Background: an optimization exercise with open tools, aiming at small area, a short achievable clock period and few clock cycles per item. Do not read the settings as production practice.
Function was checked by simulation only, so behaviour that the tests miss may differ from the original.

==> flow/design.v <==
module q31_law (
    input  wire        clk,
    input  wire        rst,           
    input  wire        cfg_we,
    input  wire [4:0]  cfg_addr,
    input  wire [31:0] cfg_value,
    input  wire [4:0]  cfg_shift,
    input  wire        clr,
    input  wire        start,
    input  wire [31:0] sp,
    input  wire [31:0] fb,
    input  wire [31:0] ff,
    output wire        ready,
    output reg         done,
    output reg  [31:0] u
);
    function [31:0] sat50;
        input [49:0] x;
        begin
            if (x[49:31] == {19{1'b0}} || x[49:31] == {19{1'b1}})
                sat50 = x[31:0];
            else
                sat50 = x[49] ? 32'h8000_0000 : 32'h7fff_ffff;
        end
    endfunction
    function [31:0] sat33;
        input [32:0] x;
        begin
            if (x[32] == x[31])
                sat33 = x[31:0];
            else
                sat33 = x[32] ? 32'h8000_0000 : 32'h7fff_ffff;
        end
    endfunction
    function [49:0] sx32;
        input [31:0] x;
        begin
            sx32 = {{18{x[31]}}, x};
        end
    endfunction
    reg [31:0] coef_val   [0:15];
    reg [4:0]  coef_shift [0:15];
    reg [1:0]  law_struct;
    reg [1:0]  law_secs;
    wire [1:0] last_sec = (law_secs == 2'd0) ? 2'd0 : law_secs - 2'd1;
    wire [31:0] lim = (law_struct == 2'd1) ? coef_val[3] :
                      (law_struct == 2'd3) ? coef_val[0] : coef_val[2];
    wire [49:0] lhi = {18'd0, lim[31] ? 32'h7fff_ffff : lim};
    wire [49:0] llo = -{17'd0, (lim[31] && lim[30:0] != 31'd0) ? 33'h0_8000_0000
                                                               : {1'b0, lim}};
    function [31:0] clampf;
        input [49:0] z;
        input [49:0] hi;
        input [49:0] lo;
        begin
            if ($signed(z) > $signed(hi))
                clampf = hi[31:0];
            else if ($signed(z) < $signed(lo))
                clampf = lo[31:0];
            else
                clampf = z[31:0];
        end
    endfunction
    reg [31:0] S [0:7];
    reg        ex;            
    reg [1:0]  m;             
    reg [2:0]  k;             
    reg        pend;          
    reg        fin;           
    reg [31:0] e_r, sp_r, ff_r;
    reg [49:0] acc, acc2, acc3;
    reg [31:0] cr;            
    reg [4:0]  kr;            
    reg [31:0] xr;            
    wire law0 = (law_struct == 2'd0);
    wire law1 = (law_struct == 2'd1);
    wire law2 = (law_struct == 2'd2);
    wire law3 = (law_struct == 2'd3);
    wire last = law0 ? (k == 3'd2) :
                law1 ? (k == 3'd5) :
                law2 ? (k == 3'd4) :
                       (m == last_sec && k == 3'd4);
    assign ready = !ex || last;
    wire go = start && ready;
    wire signed [63:0] prod = $signed(cr) * $signed(xr);
    wire signed [48:0] qsh  = $signed(prod[63:15]) >>> kr;
    wire [49:0] tq  = {{2{qsh[48]}}, qsh[48:1]};
    wire        trb = qsh[0];
    wire [31:0] i_eff = pend ? clampf(acc3, lhi, llo) : S[0];
    reg        t_neg;         
    reg [49:0] t_add;         
    always @* begin
        t_neg = 1'b0;
        t_add = 50'd0;
        if (law3) begin
            t_neg = (k == 3'd2) || (k == 3'd3);
            t_add = (k == 3'd0) ? 50'd0 : acc;
        end else begin
            case (k)
                3'd0: t_add = sx32(i_eff) + sx32(ff_r);
                3'd1: t_add = law1 ? -sx32(S[1]) : (law2 ? acc : sx32(i_eff));
                3'd2: t_add = law2 ? acc : (law0 ? acc3 : sx32(i_eff));
                3'd3: t_add = law1 ? sx32(S[1]) : sx32(i_eff);
                default: t_add = acc3;
            endcase
        end
    end
    wire [49:0] tsum = t_add + (t_neg ? ~tq : tq) + {49'd0, t_neg ^ trb};
    wire [49:0] vsum  = law1 ? acc + sx32(sat50(acc2)) : acc;
    wire [31:0] pv    = sat50(vsum);
    wire [31:0] pu    = clampf(sx32(pv), lhi, llo);
    wire [31:0] paw   = sat33({pu[31], pu} - {pv[31], pv});
    wire        prep  = ex && ((law0 && k == 3'd1) || (law1 && k == 3'd4) ||
                               (law2 && k == 3'd3));
    wire [31:0] by    = sat50(acc);
    wire [31:0] bv    = sat33({by[31], by} + {acc2[31], acc2[31:0]});
    wire [31:0] bu    = clampf(sx32(bv), lhi, llo);
    reg        nex;
    reg [1:0]  nm;
    reg [2:0]  nk;
    always @* begin
        nex = 1'b0;
        nm  = 2'd0;
        nk  = 3'd0;
        if (go) begin
            nex = 1'b1;
        end else if (ex && !last) begin
            nex = 1'b1;
            if (law3 && k == 3'd4) begin
                nm = m + 2'd1;
                nk = 3'd0;
            end else begin
                nm = m;
                nk = k + 3'd1;
            end
        end
    end
    wire [31:0] e_in = sat33({sp[31], sp} - {fb[31], fb});
    reg [3:0]  lidx;
    reg [31:0] lx;
    reg [2:0]  sidx;
    always @* begin
        lidx = 4'd0;
        lx   = 32'd0;
        sidx = {nm, 1'b0} + ((nk == 3'd4) ? 3'd0 : nk);
        if (law3) begin
            lidx = (nk == 3'd4) ? (4'd1 + 4'd5 * {2'd0, nm})
                                : (4'd2 + 4'd5 * {2'd0, nm} + {1'b0, nk});
            lx   = S[sidx];
        end else if (law0) begin
            case (nk)
                3'd0:    begin lidx = 4'd0; lx = e_in; end
                3'd1:    begin lidx = 4'd1; lx = e_r;  end
                default: begin lidx = 4'd3; lx = paw;  end
            endcase
        end else if (law1) begin
            case (nk)
                3'd0:    begin lidx = 4'd0; lx = e_in; end
                3'd1:    begin lidx = 4'd2; lx = sat33({e_r[31], e_r} - {S[2][31], S[2]}); end
                3'd2:    begin lidx = 4'd1; lx = e_r;  end
                3'd3:    begin lidx = 4'd5; lx = sat50(acc2); end
                default: begin lidx = 4'd4; lx = paw;  end
            endcase
        end else begin
            case (nk)
                3'd0:    begin lidx = 4'd0; lx = e_in; end
                3'd1:    begin lidx = 4'd4; lx = sp_r; end
                3'd2:    begin lidx = 4'd5; lx = sat33({sp_r[31], sp_r} - {S[3][31], S[3]}); end
                3'd3:    begin lidx = 4'd1; lx = e_r;  end
                default: begin lidx = 4'd3; lx = paw;  end
            endcase
        end
    end
    integer n;
    always @(posedge clk) begin
        if (rst) begin
            ex   <= 1'b0;
            m    <= 2'd0;
            k    <= 3'd0;
            pend <= 1'b0;
            fin  <= 1'b0;
            done <= 1'b0;
            law_struct <= 2'd0;
            law_secs   <= 2'd0;
            for (n = 0; n < 16; n = n + 1) begin
                coef_val[n]   <= 32'd0;
                coef_shift[n] <= 5'd0;
            end
            for (n = 0; n < 8; n = n + 1)
                S[n] <= 32'd0;
        end else begin
            done <= 1'b0;
            ex   <= nex;
            m    <= nm;
            k    <= nk;
            cr   <= coef_val[lidx];
            kr   <= 5'd15 - coef_shift[lidx];
            xr   <= lx;
            if (cfg_we) begin
                if (cfg_addr[4] == 1'b0) begin
                    coef_val[cfg_addr[3:0]]   <= cfg_value;
                    coef_shift[cfg_addr[3:0]] <= cfg_shift;
                end else if (cfg_addr == 5'd16) begin
                    law_struct <= cfg_value[1:0];
                    law_secs   <= cfg_value[3:2];
                end
            end
            if (go) begin
                e_r  <= e_in;
                sp_r <= sp;
                ff_r <= ff;
            end
            pend <= 1'b0;
            if (pend)
                S[0] <= i_eff;
            fin <= 1'b0;
            if (fin) begin
                S[{last_sec, 1'b0} + 3'd2] <= by;
                S[{last_sec, 1'b0} + 3'd3] <= S[{last_sec, 1'b0} + 3'd2];
                u    <= bu;
                done <= 1'b1;
            end
            if (prep) begin
                u    <= pu;
                done <= 1'b1;
            end
            if (ex) begin
                if (law3) begin
                    acc <= tsum;
                    if (m == 2'd0 && k == 3'd0)
                        acc2 <= sx32(ff_r);
                    if (k == 3'd0 && m != 2'd0) begin
                        S[{m, 1'b0}]        <= by;
                        S[{m, 1'b0} + 3'd1] <= S[{m, 1'b0}];
                    end
                    if (k == 3'd1 && m == 2'd0) begin
                        S[0] <= e_r;
                        S[1] <= S[0];
                    end
                    if (k == 3'd4 && m == last_sec)
                        fin <= 1'b1;
                end else begin
                    case (k)
                        3'd0: acc <= tsum;
                        3'd1: if (law1) acc2 <= tsum; else if (law2) acc <= tsum; else acc3 <= tsum;
                        3'd2: if (law2) acc <= tsum; else if (law1) acc3 <= tsum; else begin
                                  acc3 <= tsum; pend <= 1'b1;
                              end
                        3'd3: if (law1) acc2 <= tsum; else acc3 <= tsum;
                        3'd4: if (law1) begin
                                  S[1] <= sat50(acc2);
                                  S[2] <= e_r;
                              end else begin
                                  acc3 <= tsum; pend <= 1'b1;
                                  S[3] <= sp_r;
                              end
                        default: begin acc3 <= tsum; pend <= 1'b1; end
                    endcase
                end
            end
            if (clr) begin
                pend <= 1'b0;
                for (n = 0; n < 8; n = n + 1)
                    S[n] <= 32'd0;
            end
        end
    end
endmodule
==> flow/run.sh <==
#!/bin/bash
# synth_recipe.tcl (not shown) runs the flow's synth.tcl, then flattens the netlist and writes it again
# the make line also repeats each setting of config.mk as NAME=value (left out here)
make -C /OpenROAD-flow-scripts/flow DESIGN_CONFIG=/design/flow/config.mk WORK_HOME=/design/flow/orfs CLKGATE_MAP_FILE= SYNTH_SCRIPT=/design/flow/synth_recipe.tcl finish
==> flow/config.mk <==
export PLATFORM = sky130hd
export DESIGN_NAME = q31_law
export DESIGN_NICKNAME = q31_law
export VERILOG_FILES = /design/flow/design.v
export SDC_FILE = /design/flow/constraint.sdc
export NUM_CORES = 4
export LEC_CHECK = 0
export CAP_MARGIN = 20
export CORE_MARGIN = 2
export CORE_UTILIZATION = 30
export PLACE_DENSITY = 0.5
export SLEW_MARGIN = 20
==> flow/constraint.sdc <==
create_clock -name core_clock -period 25.0 [get_ports {clk}]
set_input_delay 5.0000 -clock core_clock [delete_from_list [all_inputs] [get_ports {clk}]]
set_output_delay 5.0000 -clock core_clock [all_outputs]
set_load 0.01 [all_outputs]
==> results.txt <==
-- cells by family (layout without fill, tap and decap cells) --
group	Yosys count	count (layout)	synth area share, %
other cells	0	17	0
xor+xnor	388	388	2.65
fa+ha+maj	1840	1840	24.3
buf+inv	2330	2241	6.96
mux	610	610	6.19
compound gates	3080	3080	15.9
simple gates	4253	4253	15.9
flops	1208	1208	28.1
-- layer usage --
layer / vias to the layer above / part of all wire (%) / routed length, um / track usage, %
met2: 4957 / 42 / 230000 / 36.3
met3: 702 / 11 / 58800 / 6.86
met4: 14 / 3.9 / 21300 / 8.12
met5: - / 0.015 / 80 / 0
met1: 54500 / 44 / 241000 / 35.1
li1: 47200 / - / - / -
-- Yosys cell counts, types with 53 or more instances --
master	number	share of area [%]
a211oi_1	209	1.2
a21o_1	278	1.6
a21oi_1	742	2.9
a221oi_1	59	0.40
a22o_1	74	0.50
a22oi_1	82	0.48
a311oi_1	63	0.43
a31oi_1	114	0.55
and2_1	955	4.6
and3_1	78	0.38
buf_1	55	0.16
buf_2	63	0.25
clkbuf_1	712	2.1
edfxtp_1	1195	28
fa_1	1091	17
ha_1	735	7.2
inv_1	1473	4.3
mux2_2	72	0.63
mux2i_1	390	3.0
mux4_2	139	2.4
nand2_1	1678	4.9
nand2b_1	142	0.69
nand3_1	151	0.59
nand4_1	121	0.59
nor2_1	736	2.1
nor2b_1	72	0.35
nor3_1	106	0.41
nor4_1	55	0.27
o211ai_1	107	0.62
o21a_1	99	0.58
o21ai_0	664	2.6
o21bai_1	56	0.33
o31ai_1	53	0.31
xnor2_1	256	1.7
xor2_1	130	0.89
-- tightest hold or removal path, cell delays in order (launching register included) --
cell and delay [ns]:
dfxtp_1 0.36, mux2i_1 0.15, nor2_1 0.05
-- flip-flops by register name, summed over array words and instances, names as in the netlist, 5 cells and up --
register and flops:
acc 50, coef_shift 80, e_r 32, sp_r 32, S 256, xr 32
cr 32, coef_val 512, u 32, ff_r 32, kr 5, acc2 50
acc3 50
-- worst max path at each step --
stage,startpoint,endpoint,slack (ns),cells past startpoint
floorplan,cr[31],acc2[49],12.48,46
global placement,acc2[49],xr[3],8.91,61
detailed placement,acc2[49],xr[3],9.01,56
CTS,acc2[49],xr[3],8.93,56
global route,acc2[49],xr[12],7.65,58
finish,acc2[49],xr[3],8.47,57
-- through the flow --
stage                     setup slack [ns]
after floorplan                      12.48
after global placement                8.91
after detailed placement              9.01
after CTS                             8.93
after global routing                  7.65
final                                 8.47
-- layout make-up --
| class | count | area, um2 | share of cell area [%] |
|---|---|---|---|
| Clock inverter | 87 | 744 | 0.524 |
| Inverter | 1477 | 5550 | 3.91 |
| Timing Repair Buffer | 501 | 4270 | 3.01 |
| Sequential cell | 1208 | 36100 | 25.5 |
| Multi-Input combinational cell | 10200 | 84100 | 59.3 |
| Antenna cell | 17 | 42.5 | 0.0300 |
| Tap cell | 5687 | 7120 | 5.01 |
| Clock buffer | 176 | 3970 | 2.79 |
==> out/metrics.cfg <==
[status]
status=finished clean

[setup_path]
cp-start-kind=flip-flop
slowest_stage=a21boi_1
cp_top_family=compound AO/OA/AOI/OAI gates
r2r-start=acc2[49]
worst_setup_path_end_kind=flip-flop
cp_num_buf_inv=6
r2r_slack_ns=8.47
cpPeakStageDelay_ns=0.99
required_ns=25.73
path_max_fanout=32
critPathKind=reg2reg
worst_path_most_repeated_cell=a21o_1
ff2ff_path_depth=57
reg2reg_to=xr[3]
arrival_ns=17.26

[sta]
finalCritPeriodShare_pct=66.1
post-route-min-period_ns=16.53
holdWs_ns=0.611
max_clock_freq_ghz=0.0605
final.setup.tns_ns=0
setup_viol=0
rsz0062_at_grt=false
finalClockSkew_ns=0.0701
maxSlewViolCount=0
hold_violations=0
slew_headroom_pct=10.1
tightest_slew_ns=1.34

[global_routing]
grt_pass1_wl_um=784000
overflow=0
antenna_found_initial=42
grt_max_degree=128
grt_use_total_pct=24.8
grt_pass1_vias=104000

[drt]
dr.pass1.iters=9
final_antenna_net_count=0
wirelength_um=551000
dr.first_iter.drc_count=12800
wl_per_cell_um=28.5
vias_per_cell=5.56
vias=107000
remaining_drc_errors=0

[layout]
drive_gt1_share_pct=7.17
fin_cells=19300
fillers=44200
final_area_um2=142000
area_growth_pct=10.4
nets=15500
postLayoutCoreUtil_pct=33.2
layout_common_cells=1,676 x nand2_1, 1,469 x inv_1, 1,195 x edfxtp_1
layout_commonest_cell=nand2_1

[floorplanning]
placeableCoreArea_um2=427000
die_w_um=659
start_util_pct=30.1
row_count=240
io_pins=177
fp.dieH_um=659
dieArea_um2=434000

[clocking]
path_clk_slew_ns=0.06
cts-resized-gates=0
insertion_delay_ns=0.93
cts_hold_buf=0
cts.sinks=1208
cts_max_level=4
cts_buffer_depth=4
root_buffer=clkbuf_16
postCtsSetupRepairBufs=0
cts_tree=done
tritoncts.num_buffers=154

[worst_hold_path]
hp-start=law_struct[1]
min_to=law_struct[1]
hold_class=reg2reg
min_path_cells=2

[synth]
synthDistinctLibCells=127
ys_ff_latch=1208
synth-seq-area-share_pct=28.1
avgSynthCellArea_um2=9.38
syn_inst=13700
synth_edf_count=1195
synthFlopType=edfxtp_1
ys_async_sr_fraction_pct=0
yosys_warnings=1
syn-num-nets=15700
synth_area_um2=129000

[run]
maxCapViolCount=0

[placement]
hpwl_um=419000
dpl-instance-area_um2=137000
gp_congestion=1.04
io_buffers=176
dp_cells=19000

Testbench counts, summed over its fixed seeds: cycles 25,448, steps 4,096.

re-timing with driven ports:
No port has a modelled driver above. Below, the same layout with a new extraction and two added sets of constraints.
Step 1: set_driving_cell puts a clkbuf_16 on clk and a buf_2 on each other input, an assumption about the parent block.
Step 2 times the ports against the registers' clock, not the clock port: input delays grow and output delays shrink by t, the midpoint of the rising clock arrivals with the driver on.
Slacks: ideal / step 1 / step 2; pairs: ideal / step 1.
t (ns): 0.978
setup slack, ns: 8.470 / 8.470 / 8.470
clock arrival spread, ns: 0.103 / 0.104
slew at the worst register clock pin (ns): 0.08 / 0.08
cell pins on the clock port's net: 1
After both steps setup and hold are still met in this run. For this run, drivers alone change the setup slack by 0.000 ns; drivers and shift together by 0.000 ns.
